Background: an optimization exercise with open tools, aiming at small area, a short achievable clock period and few clock cycles per item. Do not read the settings as production practice.
RTL that was checked went through simulation tests only; none was proved equivalent to the original.

== v6 ==
==> flow/design.v (excerpt) <==
module vfix_unit #(
    parameter LANES = 4
) (
    input  wire                  clk,
    input  wire                  rst,
    input  wire                  in_valid,
    output wire                  in_ready,
    input  wire [2:0]            in_func,
    input  wire                  in_type,
    input  wire [1:0]            in_rnd,
    input  wire                  in_zero,
    input  wire [LANES-1:0]      in_pred,
    input  wire [16*LANES-1:0]   in_a,
    input  wire [16*LANES-1:0]   in_b,
    input  wire [16*LANES-1:0]   in_c,
    input  wire [16*LANES-1:0]   in_d,
    output reg                   out_valid,
    output reg  [16*LANES-1:0]   out_d,
    output reg                   out_sat
);
Size: about 6400 cells after synthesis, ~320 flip-flops, ~48000 sq um of cells after synthesis.
clock: 25.0 ns
lec_check: 0
abc_area: 1
cap_margin: 20
core_margin: 2
core_utilization: 50
slew_margin: 20
synth_hierarchical: 1
standard.sh (not shown) runs the stock make flow with config.mk's settings and CLKGATE_MAP_FILE= SYNTH_SCRIPT=/design/flow/synth_recipe.tcl, a recipe that flattens the netlist after the stock synthesis.
==> flow/flow/run.sh <==
#!/bin/bash
# Standard synthesis, then the standard layout steps with a stronger timing
# repair: the repair aims at a setup slack of MARGIN ns (the clock period
# and constraints are unchanged), may resize cells across footprints, and
# the port buffers are buf_2 cells.
set -euo pipefail
MARGIN=18.5
bash standard.sh synth > synth.log 2>&1
bash standard.sh SETUP_SLACK_MARGIN=$MARGIN MATCH_CELL_FOOTPRINT=0 \
    "BUFFER_PORTS_ARGS=-buffer_cell sky130_fd_sc_hd__buf_2" finish > layout.log 2>&1
Input-level comparison between v53 and v6:
==> flow/run.sh (new file) <==
#!/bin/bash
# synth_recipe.tcl (not shown) runs the flow's synth.tcl, then flattens the netlist and writes it again
# the make line also repeats each setting of config.mk as NAME=value (left out here)
make -C /OpenROAD-flow-scripts/flow DESIGN_CONFIG=/design/flow/config.mk WORK_HOME=/design/flow/orfs CLKGATE_MAP_FILE= SYNTH_SCRIPT=/design/flow/synth_recipe.tcl finish
removed: flow/flow/run.sh
removed: flow/standard.sh
==> comparison <==
- On non-clock buffer count: between v6 and v53, it ends up higher for v6.
- Taking v6 as the reference, in v53 worst-path maximum fanout saw an increase; combined flip-flop and latch cell area fell 49 sq um.
Changes in v27 relative to v53:
==> flow/flow/run.sh (new file) <==
#!/bin/bash
# Standard synthesis and layout; the layout's timing repair aims at a
# setup slack of MARGIN ns (the clock period is unchanged), so that it
# shortens the design's paths instead of stopping at 25 ns.
set -euo pipefail
MARGIN=17.5
bash standard.sh synth > synth.log 2>&1
bash standard.sh SETUP_SLACK_MARGIN=$MARGIN finish > layout.log 2>&1
==> flow/standard.sh (new file) <==
#!/bin/bash
# synth_recipe.tcl (not shown) runs the flow's synth.tcl, then flattens the netlist and writes it again
# the make line also repeats each setting of config.mk as NAME=value (left out here)
make -C /OpenROAD-flow-scripts/flow DESIGN_CONFIG=/design/flow/config.mk WORK_HOME=/design/flow/orfs CLKGATE_MAP_FILE= SYNTH_SCRIPT=/design/flow/synth_recipe.tcl "${@:-finish}"
removed: flow/run.sh
==> comparison <==
- The number of multi-input logic gates of v27 and that of v53 are within noise of each other.
- v27 against v53: wire length per cell ~0 delta, ratio of cells with drive above 1 in the final layout +1.7 points.
No run of this note included a check of the RTL's function; only the layout flow was run.

* * *

== run 1 ==
Another version of the RTL of vfix_unit (not shown whole).
Size: roughly 360 flip-flops, roughly 0.046 mm2 of cells after synthesis.
export LEC_CHECK = 0
export ABC_AREA = 1
export CAP_MARGIN = 0
export CORE_MARGIN = 2
export CORE_UTILIZATION = 65
export CTS_CLUSTER_DIAMETER = 80
export CTS_CLUSTER_SIZE = 25
export SLEW_MARGIN = 0
export SYNTH_HIERARCHICAL = 1
create_clock -name core_clock -period 25.0 [get_ports {clk}]
==> flow/flow/run.sh <==
#!/bin/bash
# Synthesis: the standard synthesis script (synth_recipe.tcl), except that
# ABC maps the lane modules with a delay target (flow/abc_lane.script), so
# that it recovers area there instead of mapping for the least delay; the
# top module keeps the standard ABC script. Then the standard layout
# steps, with buf_2 cells as the port buffers; the layout's timing repair
# aims at a setup slack of MARGIN ns (the clock period and constraints are
# unchanged) on the worst endpoints, and may resize cells across
# footprints.
set -euo pipefail
MARGIN=19
W=$PWD
cat > $W/own_synth.tcl <<EOC
proc abc {args} {
  set i [lsearch \$args -script]
  set lane_args \$args
  lset lane_args [expr {\$i + 1}] $W/flow/abc_lane.script
  yosys abc {*}\$lane_args vfix_lane vfix_fa vfix_xor2 vfix_xnor2
  yosys abc {*}\$args vfix_unit
}
source $W/synth_recipe.tcl
EOC
bash standard.sh SYNTH_SCRIPT=$W/own_synth.tcl synth > synth.log 2>&1
bash standard.sh SYNTH_SCRIPT=$W/own_synth.tcl "BUFFER_PORTS_ARGS=-buffer_cell sky130_fd_sc_hd__buf_2" \
    SETUP_SLACK_MARGIN=$MARGIN TNS_END_PERCENT=5 MATCH_CELL_FOOTPRINT=0 finish > layout.log 2>&1
==> flow/flow/abc_lane.script <==
strash
dch
map -B 0.9 -D 2500
topo
stime -c
buffer -c
upsize -c -D 2500
dnsize -c -D 2500
Run 1 has completed all stages; timing, DRC and antenna checks passed.
Testbench counts of run 1, summed over its fixed seeds: cycles 16,024, items 16,000.
The following lists how run 2 was set up differently from run 1:
diff --git a/flow/flow/run.sh b/flow/flow/run.sh
--- a/flow/flow/run.sh
+++ b/flow/flow/run.sh
@@ -5 +5 @@
-# top module keeps the standard ABC script. Then the standard layout
+# top module gets its own (flow/abc_top.script). Then the standard layout
@@ -11 +11 @@
-MARGIN=19
+MARGIN=19.2
@@ -19 +19,3 @@
-  yosys abc {*}\$args vfix_unit
+  set top_args \$args
+  lset top_args [expr {\$i + 1}] $W/flow/abc_top.script
+  yosys abc {*}\$top_args vfix_unit
==> flow/flow/abc_top.script (new file) <==
strash
dch
map -B 0.9 -D 1500
topo
stime -c
buffer -c
upsize -c -D 1500
dnsize -c -D 1500
==> run notes <==
Run 2 -> run 1: number of buffers between clock root and the deepest sink delta 0, exact match. Compared with run 1, run 2 shows number of logic stages on the critical path including buffering lower by 7. Delta (run 2 minus run 1): number of tap cells inserted down 9, post-synthesis to final-layout area growth shows an increase of 2.8 points, initial cell density of the core climbed 0.24 points, number of buffer and inverter stages on the critical path down 3.
Inputs modified between run 2 and run 3:
diff --git a/flow/flow/run.sh b/flow/flow/run.sh
--- a/flow/flow/run.sh
+++ b/flow/flow/run.sh
@@ -11 +11 @@
-MARGIN=19.2
+MARGIN=19
==> flow/flow/abc_lane.script <==
strash
dch
map -B 0.9 -D 1500
topo
stime -c
buffer -c
upsize -c -D 1500
dnsize -c -D 1500
==> flow/flow/abc_top.script <==
strash
dch
map -B 0.9 -D 1200
topo
stime -c
buffer -c
upsize -c -D 1200
dnsize -c -D 1200
[summary]
- | highest achievable clock rate | run 2 vs run 3 | ≈ equal |
- Run 3 reports a lower count of clock-buffer cells in the layout than run 2 does.
- The sequential cell area fraction in the yosys report of run 3 and that of run 2 are within noise of each other.
- Compared with run 2, run 3 shows a higher multi-input combinational cell count.
- Path depth of the worst reg2reg path (run 3 over run 2): increase, 8.7%

* * *

Another version of the RTL of vfix_unit (not shown whole).
Size: roughly 5800 cells after synthesis, roughly 350 flip-flops, roughly 340 I/O pins, about 47000 sq um of cells after synthesis.
export LEC_CHECK = 0
export ABC_AREA = 1
export CAP_MARGIN = 20
export CORE_MARGIN = 2
export CORE_UTILIZATION = 50
export SLEW_MARGIN = 20
export SYNTH_HIERARCHICAL = 1
create_clock -name core_clock -period 25.0 [get_ports {clk}]
run.sh (not shown) runs the stock make flow with config.mk's settings and CLKGATE_MAP_FILE= SYNTH_SCRIPT=/design/flow/synth_recipe.tcl, a recipe that flattens the netlist after the stock synthesis.
Stock flow here: none of the scripts above is used.
Change:
==> flow/flow/run.sh (new file) <==
#!/bin/bash
# Standard synthesis and layout, with buf_2 cells as the port buffers.
set -euo pipefail
bash standard.sh synth > synth.log 2>&1
bash standard.sh "BUFFER_PORTS_ARGS=-buffer_cell sky130_fd_sc_hd__buf_2" finish > layout.log 2>&1
==> flow/standard.sh (new file) <==
#!/bin/bash
# synth_recipe.tcl (not shown) runs the flow's synth.tcl, then flattens the netlist and writes it again
# the make line also repeats each setting of config.mk as NAME=value (left out here)
make -C /OpenROAD-flow-scripts/flow DESIGN_CONFIG=/design/flow/config.mk WORK_HOME=/design/flow/orfs CLKGATE_MAP_FILE= SYNTH_SCRIPT=/design/flow/synth_recipe.tcl "${@:-finish}"
removed: flow/run.sh
- flip-flop and latch count is unchanged
- fmax rose by 4.7%
- wire length is about the same
- die area does not change
- worst hold slack loses 0.0056 ns
- register-to-register slack gets better by 0.08 ns
- design area shrinks by 3.2%
- synthesized area stays the same
- clock skew stays flat
- worst setup slack is better by 0.34 ns
Function was not checked in any run of this note: the RTL went through the layout flow alone.

* * *

exp/cedar:
vfix_unit with an RTL version that a note above also has.
Size: roughly 5600 cells after synthesis, ~45000 µm² of cells after synthesis.
// vfix_unit
module vfix_unit #(
    parameter LANES = 4
) (
    input  wire                  clk,
    input  wire                  rst,
    input  wire                  in_valid,
    output wire                  in_ready,
    input  wire [2:0]            in_func,
    input  wire                  in_type,
    input  wire [1:0]            in_rnd,
    input  wire                  in_zero,
    input  wire [LANES-1:0]      in_pred,
    input  wire [16*LANES-1:0]   in_a,
    input  wire [16*LANES-1:0]   in_b,
    input  wire [16*LANES-1:0]   in_c,
    input  wire [16*LANES-1:0]   in_d,
    output reg                   out_valid,
    output reg  [16*LANES-1:0]   out_d,
    output reg                   out_sat
);
==> flow/config.mk <==
export PLATFORM = sky130hd
export DESIGN_NAME = vfix_unit
export DESIGN_NICKNAME = vfix_unit
export VERILOG_FILES = /design/flow/design.v
export SDC_FILE = /design/flow/constraint.sdc
export NUM_CORES = 8
export LEC_CHECK = 0
export ABC_AREA = 1
export CAP_MARGIN = 0
export CORE_MARGIN = 2
export CORE_UTILIZATION = 65
export CTS_CLUSTER_DIAMETER = 80
export CTS_CLUSTER_SIZE = 25
export SLEW_MARGIN = 0
export SYNTH_HIERARCHICAL = 1
==> flow/constraint.sdc <==
create_clock -name core_clock -period 25.0 [get_ports {clk}]
set_input_delay 5.0000 -clock core_clock [delete_from_list [all_inputs] [get_ports {clk}]]
set_output_delay 5.0000 -clock core_clock [all_outputs]
set_load 0.01 [all_outputs]
standard.sh (not shown) runs the stock make flow with config.mk's settings and CLKGATE_MAP_FILE= SYNTH_SCRIPT=/design/flow/synth_recipe.tcl, a recipe that flattens the netlist after the stock synthesis.
==> flow/flow/run.sh <==
#!/bin/bash
# Synthesis: the standard synthesis script (synth_recipe.tcl), except that
# ABC maps the lane modules with a delay target (flow/abc_lane.script), so
# that it recovers area there instead of mapping for the least delay; the
# top module gets its own (flow/abc_top.script). Then the standard layout
# steps, with buf_2 cells as the port buffers; the layout's timing repair
# aims at a setup slack of MARGIN ns (the clock period and constraints are
# unchanged) on the worst endpoints, and may resize cells across
# footprints.
set -euo pipefail
MARGIN=19
W=$PWD
cat > $W/own_synth.tcl <<EOC
proc abc {args} {
  set i [lsearch \$args -script]
  set lane_args \$args
  lset lane_args [expr {\$i + 1}] $W/flow/abc_lane.script
  yosys abc {*}\$lane_args vfix_lane vfix_fa vfix_xor2 vfix_xnor2
  set top_args \$args
  lset top_args [expr {\$i + 1}] $W/flow/abc_top.script
  yosys abc {*}\$top_args vfix_unit
}
source $W/synth_recipe.tcl
EOC
bash standard.sh SYNTH_SCRIPT=$W/own_synth.tcl synth > synth.log 2>&1
bash standard.sh SYNTH_SCRIPT=$W/own_synth.tcl "BUFFER_PORTS_ARGS=-buffer_cell sky130_fd_sc_hd__buf_2" \
    SETUP_SLACK_MARGIN=$MARGIN TNS_END_PERCENT=1 MATCH_CELL_FOOTPRINT=0 finish > layout.log 2>&1
==> flow/flow/abc_lane.script <==
strash
dch
map -B 0.9 -D 2500
topo
stime -c
buffer -c
upsize -c -D 2500
dnsize -c -D 2500
==> flow/flow/abc_top.script <==
strash
dch
map -B 0.9 -D 1500
topo
stime -c
buffer -c
upsize -c -D 1500
dnsize -c -D 1500
Testbench counts of exp/cedar, summed over its fixed seeds: cycles 16,024, items 16,000.
Input changes introduced in exp/umber (baseline for comparison: exp/cedar):
==> flow/flow/run.sh <==
#!/bin/bash
# Synthesis: the standard synthesis script (synth_recipe.tcl), except that
# ABC maps the lane modules with a delay target (flow/abc_lane.script), so
# that it recovers area there instead of mapping for the least delay; the
# top module keeps the standard ABC script. Then the standard layout
# steps, with buf_2 cells as the port buffers; the layout's timing repair
# aims at a setup slack of MARGIN ns (the clock period and constraints are
# unchanged) on the worst endpoints, and may resize cells across
# footprints.
set -euo pipefail
MARGIN=19
W=$PWD
cat > $W/own_synth.tcl <<EOC
proc abc {args} {
  set i [lsearch \$args -script]
  set lane_args \$args
  lset lane_args [expr {\$i + 1}] $W/flow/abc_lane.script
  yosys abc {*}\$lane_args vfix_lane vfix_fa vfix_xor2 vfix_xnor2
  yosys abc {*}\$args vfix_unit
}
source $W/synth_recipe.tcl
EOC
bash standard.sh SYNTH_SCRIPT=$W/own_synth.tcl synth > synth.log 2>&1
bash standard.sh SYNTH_SCRIPT=$W/own_synth.tcl "BUFFER_PORTS_ARGS=-buffer_cell sky130_fd_sc_hd__buf_2" \
    SETUP_SLACK_MARGIN=$MARGIN TNS_END_PERCENT=5 MATCH_CELL_FOOTPRINT=0 finish > layout.log 2>&1
==> flow/flow/abc_lane.script <==
strash
dch
map -B 0.9 -D 4000
topo
stime -c
buffer -c
upsize -c -D 4000
dnsize -c -D 4000
removed: flow/flow/abc_top.script
### Flow results
Summary of exp/umber over exp/cedar: cell area after layout increased by 3.1% relative to the old numbers, worst-case hold slack about even, effective utilization at floorplan fell 0.51 points.
Diff exp/cedar -> exp/umber: number of resized instances in the post-cts repair step up 82%; HPWL after detailed placement up 610 µm.
Looking at clock transition at the registers of the reported paths, exp/umber sits 20 ps below exp/cedar.
> inputs changed (exp/umber -> exp/nickel)
--- a/flow/flow/run.sh
+++ b/flow/flow/run.sh
@@ -3,5 +3,5 @@
 # ABC maps the lane modules with a delay target (flow/abc_lane.script), so
 # that it recovers area there instead of mapping for the least delay; the
-# top module keeps the standard ABC script. Then the standard layout
+# top module gets its own (flow/abc_top.script). Then the standard layout
 # steps, with buf_2 cells as the port buffers; the layout's timing repair
 # aims at a setup slack of MARGIN ns (the clock period and constraints are
@@ -17,5 +17,7 @@
   lset lane_args [expr {\$i + 1}] $W/flow/abc_lane.script
   yosys abc {*}\$lane_args vfix_lane vfix_fa vfix_xor2 vfix_xnor2
-  yosys abc {*}\$args vfix_unit
+  set top_args \$args
+  lset top_args [expr {\$i + 1}] $W/flow/abc_top.script
+  yosys abc {*}\$top_args vfix_unit
 }
 source $W/synth_recipe.tcl
@@ -23,3 +25,3 @@
 bash standard.sh SYNTH_SCRIPT=$W/own_synth.tcl synth > synth.log 2>&1
 bash standard.sh SYNTH_SCRIPT=$W/own_synth.tcl "BUFFER_PORTS_ARGS=-buffer_cell sky130_fd_sc_hd__buf_2" \
-    SETUP_SLACK_MARGIN=$MARGIN TNS_END_PERCENT=5 MATCH_CELL_FOOTPRINT=0 finish > layout.log 2>&1
+    SETUP_SLACK_MARGIN=$MARGIN TNS_END_PERCENT=5 MATCH_CELL_FOOTPRINT=0 SKIP_GATE_CLONING=1 finish > layout.log 2>&1
==> flow/flow/abc_lane.script <==
strash
dch
map -B 0.9 -D 2000
topo
stime -c
buffer -c
upsize -c -D 2000
dnsize -c -D 2000
==> flow/flow/abc_top.script (new file) <==
strash
dch
map -B 0.9 -D 1500
topo
stime -c
buffer -c
upsize -c -D 1500
dnsize -c -D 1500
Notes after the runs:
exp/umber completed every stage of the flow, and the final layout passed the timing, DRC and antenna checks. exp/nickel went all the way through the flow, and no timing, DRC or antenna check failed. Looking at routed length on met2, exp/nickel sits 1.1% lower than exp/umber does. Against exp/umber, exp/nickel comes in 9.4% lower on clock-buffer cell count. exp/umber and exp/nickel ended up with roughly the same adder-cell share of the synthesized area. exp/umber -> exp/nickel: non-clock buffer count decreased by more than 10%. Summary — number of resized instances in the post-cts repair step, exp/nickel relative to exp/umber: lower, by about 40%. Going from exp/umber to exp/nickel, length of routed wiring on met1 saw a decrease, setup slack after placement saw a decrease. Delta (exp/nickel minus exp/umber): placed cell area about even; gate count of the mapped netlist rose 155. Compared with exp/umber, exp/nickel shows a higher fraction of the mapped netlist area in simple logic gates.
What exp/violet does differently from exp/nickel at the input level:
==> flow/flow/abc_lane.script <==
strash
dch
map -B 0.9 -D 2500
topo
stime -c
buffer -c
upsize -c -D 2500
dnsize -c -D 2500
==> flow/flow/abc_top.script <==
strash
dch
map -B 0.9 -D 1200
topo
stime -c
buffer -c
upsize -c -D 1200
dnsize -c -D 1200
Findings:
Summary of exp/violet over exp/nickel: number of hold violations in the final report about even; setup slack of the critical path after layout fell 20 ps; fraction of final layout cells sized beyond drive strength 1 fell 0.41 points; data arrival at the endpoint of the critical path rose 20 ps.
Relative to exp/violet, the following input files were edited for exp/indigo:
==> flow/flow/run.sh <==
#!/bin/bash
# Standard synthesis and layout, with buf_2 cells as the port buffers; the
# layout's timing repair aims at a setup slack of MARGIN ns (the clock
# period and constraints are unchanged) on the worst endpoints, and may
# resize cells across footprints.
set -euo pipefail
MARGIN=19
bash standard.sh synth > synth.log 2>&1
bash standard.sh "BUFFER_PORTS_ARGS=-buffer_cell sky130_fd_sc_hd__buf_2" \
    SETUP_SLACK_MARGIN=$MARGIN TNS_END_PERCENT=5 MATCH_CELL_FOOTPRINT=0 finish > layout.log 2>&1
--- a/flow/config.mk
+++ b/flow/config.mk
@@ -12,4 +12,6 @@
 export CTS_CLUSTER_DIAMETER = 80
 export CTS_CLUSTER_SIZE = 25
+export GPL_ROUTABILITY_DRIVEN = 0
+export PLACE_DENSITY = 0.75
 export SLEW_MARGIN = 0
 export SYNTH_HIERARCHICAL = 1
removed: flow/flow/abc_lane.script
removed: flow/flow/abc_top.script
==> comparison <==
Diff exp/violet -> exp/indigo: final critical-path share of the clock period closely matched the old numbers; cell area after placement increased by 5.9% relative to the old numbers; maximum number of pins on one net before global-route repair decreased by about 26% relative to the old numbers.
Between exp/violet and exp/indigo, the required time reported for the critical path endpoint figures differ only marginally.
Looking at fraction of met1 tracks used by global routing across exp/violet and exp/indigo, the one that comes out lower is exp/indigo.
Diff exp/violet -> exp/indigo: fraction of cell area in non-clock buffers fell by 0.74 points, hold slack fell by 5.1 ps, wire length rose by about 2.6%, routed length per instance fell by 5.8%.
Source of the critical timing path: out_d[58] -> exp/indigo, out_d[14] -> exp/violet
Changes in exp/tundra relative to exp/indigo:
==> flow/flow/run.sh <==
#!/bin/bash
# Synthesis: the standard synthesis script (synth_recipe.tcl), except that
# ABC maps the lane modules with a delay target (flow/abc_lane.script), so
# that it recovers area there instead of mapping for the least delay; the
# top module gets its own (flow/abc_top.script). Then the standard layout
# steps, with buf_2 cells as the port buffers; the layout's timing repair
# aims at a setup slack of MARGIN ns (the clock period and constraints are
# unchanged) on the worst endpoints, and may resize cells across
# footprints.
set -euo pipefail
MARGIN=19
W=$PWD
cat > $W/own_synth.tcl <<EOC
proc abc {args} {
  set i [lsearch \$args -script]
  set lane_args \$args
  lset lane_args [expr {\$i + 1}] $W/flow/abc_lane.script
  yosys abc {*}\$lane_args vfix_lane vfix_fa vfix_xor2 vfix_xnor2
  set top_args \$args
  lset top_args [expr {\$i + 1}] $W/flow/abc_top.script
  yosys abc {*}\$top_args vfix_unit
}
source $W/synth_recipe.tcl
EOC
bash standard.sh SYNTH_SCRIPT=$W/own_synth.tcl synth > synth.log 2>&1
bash standard.sh SYNTH_SCRIPT=$W/own_synth.tcl "BUFFER_PORTS_ARGS=-buffer_cell sky130_fd_sc_hd__buf_2" \
    SETUP_SLACK_MARGIN=$MARGIN TNS_END_PERCENT=5 MATCH_CELL_FOOTPRINT=0 finish > layout.log 2>&1
==> flow/flow/abc_lane.script (new file) <==
strash
dch
map -B 0.9 -D 2500
topo
stime -c
buffer -c
upsize -c -D 2500
dnsize -c -D 2500
==> flow/flow/abc_top.script (new file) <==
strash
dch
map -B 0.9 -D 1200
topo
stime -c
buffer -c
upsize -c -D 1200
dnsize -c -D 1200
--- a/flow/config.mk
+++ b/flow/config.mk
@@ -12,6 +12,4 @@
 export CTS_CLUSTER_DIAMETER = 80
 export CTS_CLUSTER_SIZE = 25
-export GPL_ROUTABILITY_DRIVEN = 0
-export PLACE_DENSITY = 0.75
 export SLEW_MARGIN = 0
 export SYNTH_HIERARCHICAL = 1
==> run notes <==
The destination of the critical timing path comes out out_d[58] in one run and out_d[15] in the other, namely in exp/indigo and exp/tundra respectively.
Going from exp/indigo to exp/tundra, aggregate routed wire length moved down; number of distinct standard cells referenced by the synthesized netlist went down by about 28%.

==> re-timing with driven ports <==
Ports are ideal in the flow. The routed layouts listed here were re-timed in OpenROAD.
Step 1 assumes that a clkbuf_16 drives the clock port and a buf_2 every other input.
Step 2 also shifts input and output timing later by t, the mid clock arrival at the registers, as if the neighbouring blocks saw the same clock.
a / b / c = ideal / step 1 / step 2; a / b = the first two.
run	t (ns)	setup WS [ns]	clock arrival spread, ns	worst register clock-pin slew, ns	worst data-port slew with drivers (ns)
v6	0.674	18.069 / 18.069 / 17.859	0.046 / 0.046	0.06 / 0.06	0.19
v53	0.673	16.720 / 16.764 / 16.091	0.025 / 0.025	0.08 / 0.08	0.16
v27	0.674	17.607 / 17.638 / 16.964	0.028 / 0.027	0.09 / 0.09	0.15
run 1	0.709	18.810 / 18.786 / 18.144	0.034 / 0.034	0.10 / 0.10	0.14
run 2	0.689	18.879 / 18.807 / 18.203	0.031 / 0.031	0.10 / 0.10	0.14
run 3	0.672	18.885 / 18.816 / 18.205	0.033 / 0.033	0.10 / 0.10	0.16
the first run of note 3	0.689	17.397 / 17.442 / 16.754	0.023 / 0.023	0.07 / 0.07	0.16
the second run of note 3	0.691	17.738 / 17.774 / 17.083	0.019 / 0.019	0.07 / 0.07	0.16
exp/cedar	0.698	18.849 / 18.788 / 18.187	0.025 / 0.025	0.10 / 0.10	0.16
exp/umber	0.712	18.799 / 18.738 / 18.083	0.047 / 0.047	0.09 / 0.09	0.15
exp/nickel	0.675	18.892 / 18.826 / 18.250	0.026 / 0.027	0.11 / 0.11	0.17
exp/violet	0.677	18.872 / 18.798 / 18.255	0.040 / 0.040	0.11 / 0.11	0.15
exp/indigo	0.699	18.862 / 18.795 / 18.173	0.045 / 0.045	0.11 / 0.11	0.15
exp/tundra	0.675	18.882 / 18.810 / 18.250	0.041 / 0.040	0.11 / 0.11	0.14
After both steps setup and hold are still met in every run listed. For exp/umber, which loses most, drivers alone change the setup slack by -0.061 ns; drivers and shift together by -0.716 ns.
